This is an optimization exercise on Yosys and OpenROAD, whose aim is small area, not a production implementation.
Function was checked by simulation only, so behaviour that the tests miss may differ from the original.

==> flow/design.v (excerpt) <==
module tense_check (
    input  wire        clk,
    input  wire        rst,         
    input  wire        in_valid,
    input  wire        s16,         
    input  wire [63:0] item0,
    input  wire [63:0] item1,
    input  wire [63:0] item2,
    input  wire [63:0] item3,
    input  wire [63:0] item4,
    input  wire [63:0] item5,
    output reg         out_valid,
    output wire        tense_valid,
    output reg         base_bad,
    output reg  [3:0]  u_bad
);
export LEC_CHECK = 0
export ABC_AREA = 1
export CAP_MARGIN = 20
export CORE_MARGIN = 2
export CORE_UTILIZATION = 40
export SLEW_MARGIN = 20
create_clock -name core_clock -period 15.0 [get_ports {clk}]
run.sh (not shown) runs the stock make flow with config.mk's settings and CLKGATE_MAP_FILE= SYNTH_SCRIPT=/design/flow/synth_recipe.tcl, a recipe that flattens the netlist after the stock synthesis.
The starting point ran to the end with no violations.
Edit:
==> flow/flow/run.sh (new file) <==
#!/bin/bash
# The standard layout, with the smallest buffer on each input and output port
# instead of the delay cell buffer_ports picks by default.
set -euo pipefail
bash standard.sh BUFFER_PORTS_ARGS="-buffer_cell sky130_fd_sc_hd__buf_1" finish > standard_make.log 2>&1
==> flow/standard.sh (new file) <==
#!/bin/bash
# synth_recipe.tcl (not shown) runs the flow's synth.tcl, then flattens the netlist and writes it again
# the make line also repeats each setting of config.mk as NAME=value (left out here)
make -C /OpenROAD-flow-scripts/flow DESIGN_CONFIG=/design/flow/config.mk WORK_HOME=/design/flow/orfs CLKGATE_MAP_FILE= SYNTH_SCRIPT=/design/flow/synth_recipe.tcl "${@:-finish}"
removed: flow/run.sh
=> Setup slack is worse by 0.072 ns. Via count goes down by a few percent. Core utilization went down by 7.6 points. Wire length falls by a few percent. Clock-buffer cell count is unchanged.


fjord:
The RTL this note starts from:
==> flow/design.v <==
module tense_edges_ok (
    input  wire        s16,
    input  wire [63:0] item0,
    input  wire [63:0] item1,
    input  wire [63:0] item2,
    input  wire [63:0] item3,
    input  wire [63:0] item4,
    input  wire [63:0] item5,
    output wire        base_bad,
    output wire [3:0]  u_bad
);
    localparam LMIN = 1;    
    wire [31:0] period    = item0[31:0];
    wire        rz        = item0[33:32] != 2'b00;
    wire [31:0] data      = item1[63:32];
    wire [31:0] drv_on    = item1[31:0];
    wire [31:0] drv_off   = item2[63:32];
    wire [31:0] ret       = item2[31:0];
    wire [31:0] stb_close = item3[63:32];
    wire [31:0] stb_open  = item3[31:0];
    wire [31:0] udef [0:3];
    assign udef[0] = item4[31:0];
    assign udef[1] = item4[63:32];
    assign udef[2] = item5[31:0];
    assign udef[3] = item5[63:32];
    function automatic cy32(input [31:0] a, input [31:0] b, input ci);
        integer i;
        reg c;
        begin
            c = ci;
            for (i = 0; i < 32; i = i + 1)
                c = (a[i] & b[i]) | (c & (a[i] | b[i]));
            cy32 = c;
        end
    endfunction
    function automatic cy24(input [23:0] a, input [23:0] b);
        integer i;
        reg c;
        begin
            c = 1'b0;
            for (i = 0; i < 24; i = i + 1)
                c = (a[i] & b[i]) | (c & (a[i] | b[i]));
            cy24 = c;
        end
    endfunction
    function automatic [24:0] sub24(input [23:0] a, input [23:0] b);
        integer i;
        reg c;
        reg [23:0] r;
        begin
            c = 1'b1;
            for (i = 0; i < 24; i = i + 1) begin
                r[i] = a[i] ^ ~b[i] ^ c;
                c = (a[i] & ~b[i]) | (c & (a[i] | ~b[i]));
            end
            sub24 = {c, r};
        end
    endfunction
    function automatic [10:0] sub11(input [10:0] a, input [10:0] b);
        integer i;
        reg c;
        reg [10:0] r;
        begin
            c = 1'b1;
            for (i = 0; i < 11; i = i + 1) begin
                r[i] = a[i] ^ ~b[i] ^ c;
                c = (a[i] & ~b[i]) | (c & (a[i] | ~b[i]));
            end
            sub11 = r;
        end
    endfunction
    function automatic [3:0] dflags(input [10:0] d);
        reg z, p1, m1;
        begin
            z  = d == 11'd0;
            p1 = d == 11'd1;
            m1 = d == 11'h7FF;
            dflags = {d[10] | z | p1, d[10] | z, d[10], d[10] & ~m1};
        end
    endfunction
    wire r1 = (|period[31:12]) || (period[11] && !s16);
    wire [31:0] cs_t = stb_open ^ period ^ ~stb_close;
    wire [32:0] cs_u = {(stb_open & period) | (stb_open & ~stb_close) | (period & ~stb_close), 1'b0};
    wire win_ok = cs_u[32] | cy32(cs_t, cs_u[31:0], 1'b0);
    wire inv = cy32(data, ~drv_on, 1'b1) && (!rz || cy32(ret, ~data, 1'b0)) &&
               cy32(stb_close, ~stb_open, 1'b1) && win_ok;
    wire [31:0] x  = rz ? ret : data;
    wire [24:0] lx = sub24(x[23:0], period[23:0]);
    wire [24:0] lf = sub24(drv_off[23:0], period[23:0]);
    wire [24:0] ls = sub24(stb_open[23:0], {period[21:0], 2'b00});
    wire [3:0] fx = dflags(sub11({3'b000, x[31:24]},        {3'b000, period[31:24]}));
    wire [3:0] ff = dflags(sub11({3'b000, drv_off[31:24]},  {3'b000, period[31:24]}));
    wire [3:0] fs = dflags(sub11({3'b000, stb_open[31:24]}, {1'b0, period[31:22]}));
    wire [31:0] m;
    generate
        if (LMIN) begin : g_min
            wire [31:0] m1 = cy32(drv_on, ~drv_off, 1'b1) ? drv_off : drv_on;
            assign m = cy32(m1, ~stb_open, 1'b1) ? stb_open : m1;
        end else begin : g_nomin
            assign m = 32'd0;
        end
    endgenerate
    function automatic up_ok(input [3:0] f, input c, input ck, input s23);
        begin
            case ({s23, c, ck})
                3'b100:         up_ok = f[3];
                3'b101, 3'b110,
                3'b000:         up_ok = f[2];
                3'b111, 3'b001,
                3'b010:         up_ok = f[1];
                default:        up_ok = f[0];
            endcase
        end
    endfunction
    wire up0 = (lx[24] ? fx[1] : fx[2]) && (lf[24] ? ff[1] : ff[2]) && (ls[24] ? fs[1] : fs[2]);
    assign base_bad = !(r1 && inv && up0);
    genvar k;
    generate
        for (k = 0; k < 4; k = k + 1) begin : g_u
            wire [23:0] su  = udef[k][23:0];
            wire        s23 = udef[k][23];
            wire def_ok = udef[k][31:28] <= 4'hB && udef[k][27:24] == 4'h0;
            wire hi = up_ok(fx, lx[24], cy24(lx[23:0], su), s23) &&
                      up_ok(ff, lf[24], cy24(lf[23:0], su), s23) &&
                      up_ok(fs, ls[24], cy24(ls[23:0], su), s23);
            wire lo;
            if (LMIN) begin : g_lo1
                assign lo = ~s23 | (|m[31:24]) | cy24(m[23:0], su);
            end else begin : g_lo3
                assign lo = ~s23 | (((|drv_on[31:24])   | cy24(drv_on[23:0], su)) &
                                    ((|drv_off[31:24])  | cy24(drv_off[23:0], su)) &
                                    ((|stb_open[31:24]) | cy24(stb_open[23:0], su)));
            end
            assign u_bad[k] = !(def_ok && inv && lo && hi);
        end
    endgenerate
endmodule
module tense_check (
    input  wire        clk,
    input  wire        rst,         
    input  wire        in_valid,
    input  wire        s16,         
    input  wire [63:0] item0,
    input  wire [63:0] item1,
    input  wire [63:0] item2,
    input  wire [63:0] item3,
    input  wire [63:0] item4,
    input  wire [63:0] item5,
    output reg         out_valid,
    output wire        tense_valid,
    output reg         base_bad,
    output reg  [3:0]  u_bad
);
    wire base_bad_c;
    wire [3:0] u_bad_c;
    tense_edges_ok u_chk (
        .s16(s16), .item0(item0), .item1(item1), .item2(item2),
        .item3(item3), .item4(item4), .item5(item5),
        .base_bad(base_bad_c), .u_bad(u_bad_c)
    );
    reg       v_q;
    reg       bb_q;
    reg [3:0] ub_q;
    always @(posedge clk) begin
        if (rst) begin
            v_q       <= 1'b0;
            out_valid <= 1'b0;
        end else begin
            v_q       <= in_valid;
            out_valid <= v_q;
        end
        bb_q     <= base_bad_c;
        ub_q     <= u_bad_c;
        base_bad <= bb_q;
        u_bad    <= ub_q;
    end
    assign tense_valid = !base_bad && (u_bad == 4'b0000);
endmodule
Settings: LEC_CHECK=0, ABC_AREA=1, CAP_MARGIN=20, CORE_MARGIN=2, CORE_UTILIZATION=40, SLEW_MARGIN=20; clock period 15.0 ns.
standard.sh (not shown) runs the stock make flow with config.mk's settings and CLKGATE_MAP_FILE= SYNTH_SCRIPT=/design/flow/synth_recipe.tcl, a recipe that flattens the netlist after the stock synthesis.
==> flow/flow/run.sh <==
#!/bin/bash
# The standard layout (standard.sh), with two changes:
#  - synthesis maps with flow/abc_map.script, an area-oriented ABC script
#    (everything else in synth_recipe.tcl, the standard synthesis, is kept);
#  - buffer_ports puts the smallest buffer on each input and output port
#    instead of the delay-cell buffer it picks by default.
set -euo pipefail
W=$PWD
cat > $W/own_synth.tcl <<EOT
proc abc {args} {
  set i [lsearch -exact \$args -script]
  if {\$i >= 0} { set args [lreplace \$args \$i [expr {\$i + 1}] -script $W/flow/abc_map.script] }
  yosys abc {*}\$args
}
source $W/synth_recipe.tcl
EOT
bash standard.sh SYNTH_SCRIPT=$W/own_synth.tcl \
  BUFFER_PORTS_ARGS="-buffer_cell sky130_fd_sc_hd__buf_1" finish > standard_make.log 2>&1
==> flow/flow/abc_map.script <==
strash
dch
map -D 9000
topo
stime -c
For willow, these inputs were changed with respect to fjord:
==> flow/flow/abc_map.script <==
&get -n
&st
&syn2
&dch
&nf -p
&put
topo
### Flow results
Slew of the pin with the lowest slew margin: higher on fjord
Between willow and fjord, it is willow whose adder and majority gate portion of the synthesized area is higher, by 9.7 points.
Comparing willow and fjord, total core area is higher on fjord.
Compared with fjord, willow shows a higher critical path depth.
Side by side, setup slack turned out lower in willow than in fjord.
The hold slack on fjord is in line with that on willow.
The run with more routed wire is fjord, not willow.
Number of buffers outside the clock class in the layout is lower on fjord
Amount of wire on met2 after detailed routing: higher on fjord
Inputs modified between willow and xenon:
==> flow/flow/abc_map.script <==
&get -n
&st
&syn2
&dch
&nf -R 1000 -p
&put
topo
- Every stage of xenon finished as expected; the final checks, on the other hand, flagged negative setup slack, which means the layout fails.
- When xenon is measured against willow, its tightest slew margin relative to the limit turns out 4.8 points lower.
- Compare xenon and willow | area after synthesis higher: willow
- Summary of xenon over willow: wire length on met2 went down by 3.4%; floorplan die height shrank by 1.3 um; number of instances in the synthesized netlist now smaller.

[re-timing with driven ports]
The results above use ideal ports. As a check the final layouts listed here were re-extracted and re-timed, cells and wires unchanged. Step 1 (the two cells are an assumption about what drives the block):
set clk [get_ports {clk}]
set_driving_cell -lib_cell sky130_fd_sc_hd__clkbuf_16 $clk
set_driving_cell -lib_cell sky130_fd_sc_hd__buf_2 [delete_from_list [all_inputs] $clk]
Step 2 times the ports against the registers' clock, not the clock port: input delays grow and output delays shrink by t, the midpoint of the rising clock arrivals with the driver on. a / b / c = ideal / step 1 / step 2; a / b = the first two.
| run | shift t [ns] | slack for setup (ns) | latest minus earliest clock arrival (ns) | worst slew at a driven data input, ns |
|---|---|---|---|---|
| the first run of note 1 | 0.271 | 0.456 / 0.458 / 0.187 | 0.005 / 0.005 | 0.12 |
| the second run of note 1 | 0.263 | 0.384 / 0.391 / 0.129 | 0.001 / 0.001 | 0.11 |
| fjord | 0.260 | 0.610 / 0.614 / 0.354 | 0.001 / 0.001 | 0.10 |
| willow | 0.259 | 0.365 / 0.368 / 0.109 | 0.001 / 0.000 | 0.10 |
| xenon | 0.264 | -8.437 / -8.461 / -8.725 | 0.004 / 0.003 | 0.09 |
The setup slack of xenon, which loses most, moves by -0.024 ns with the drivers and by -0.288 ns with both steps.
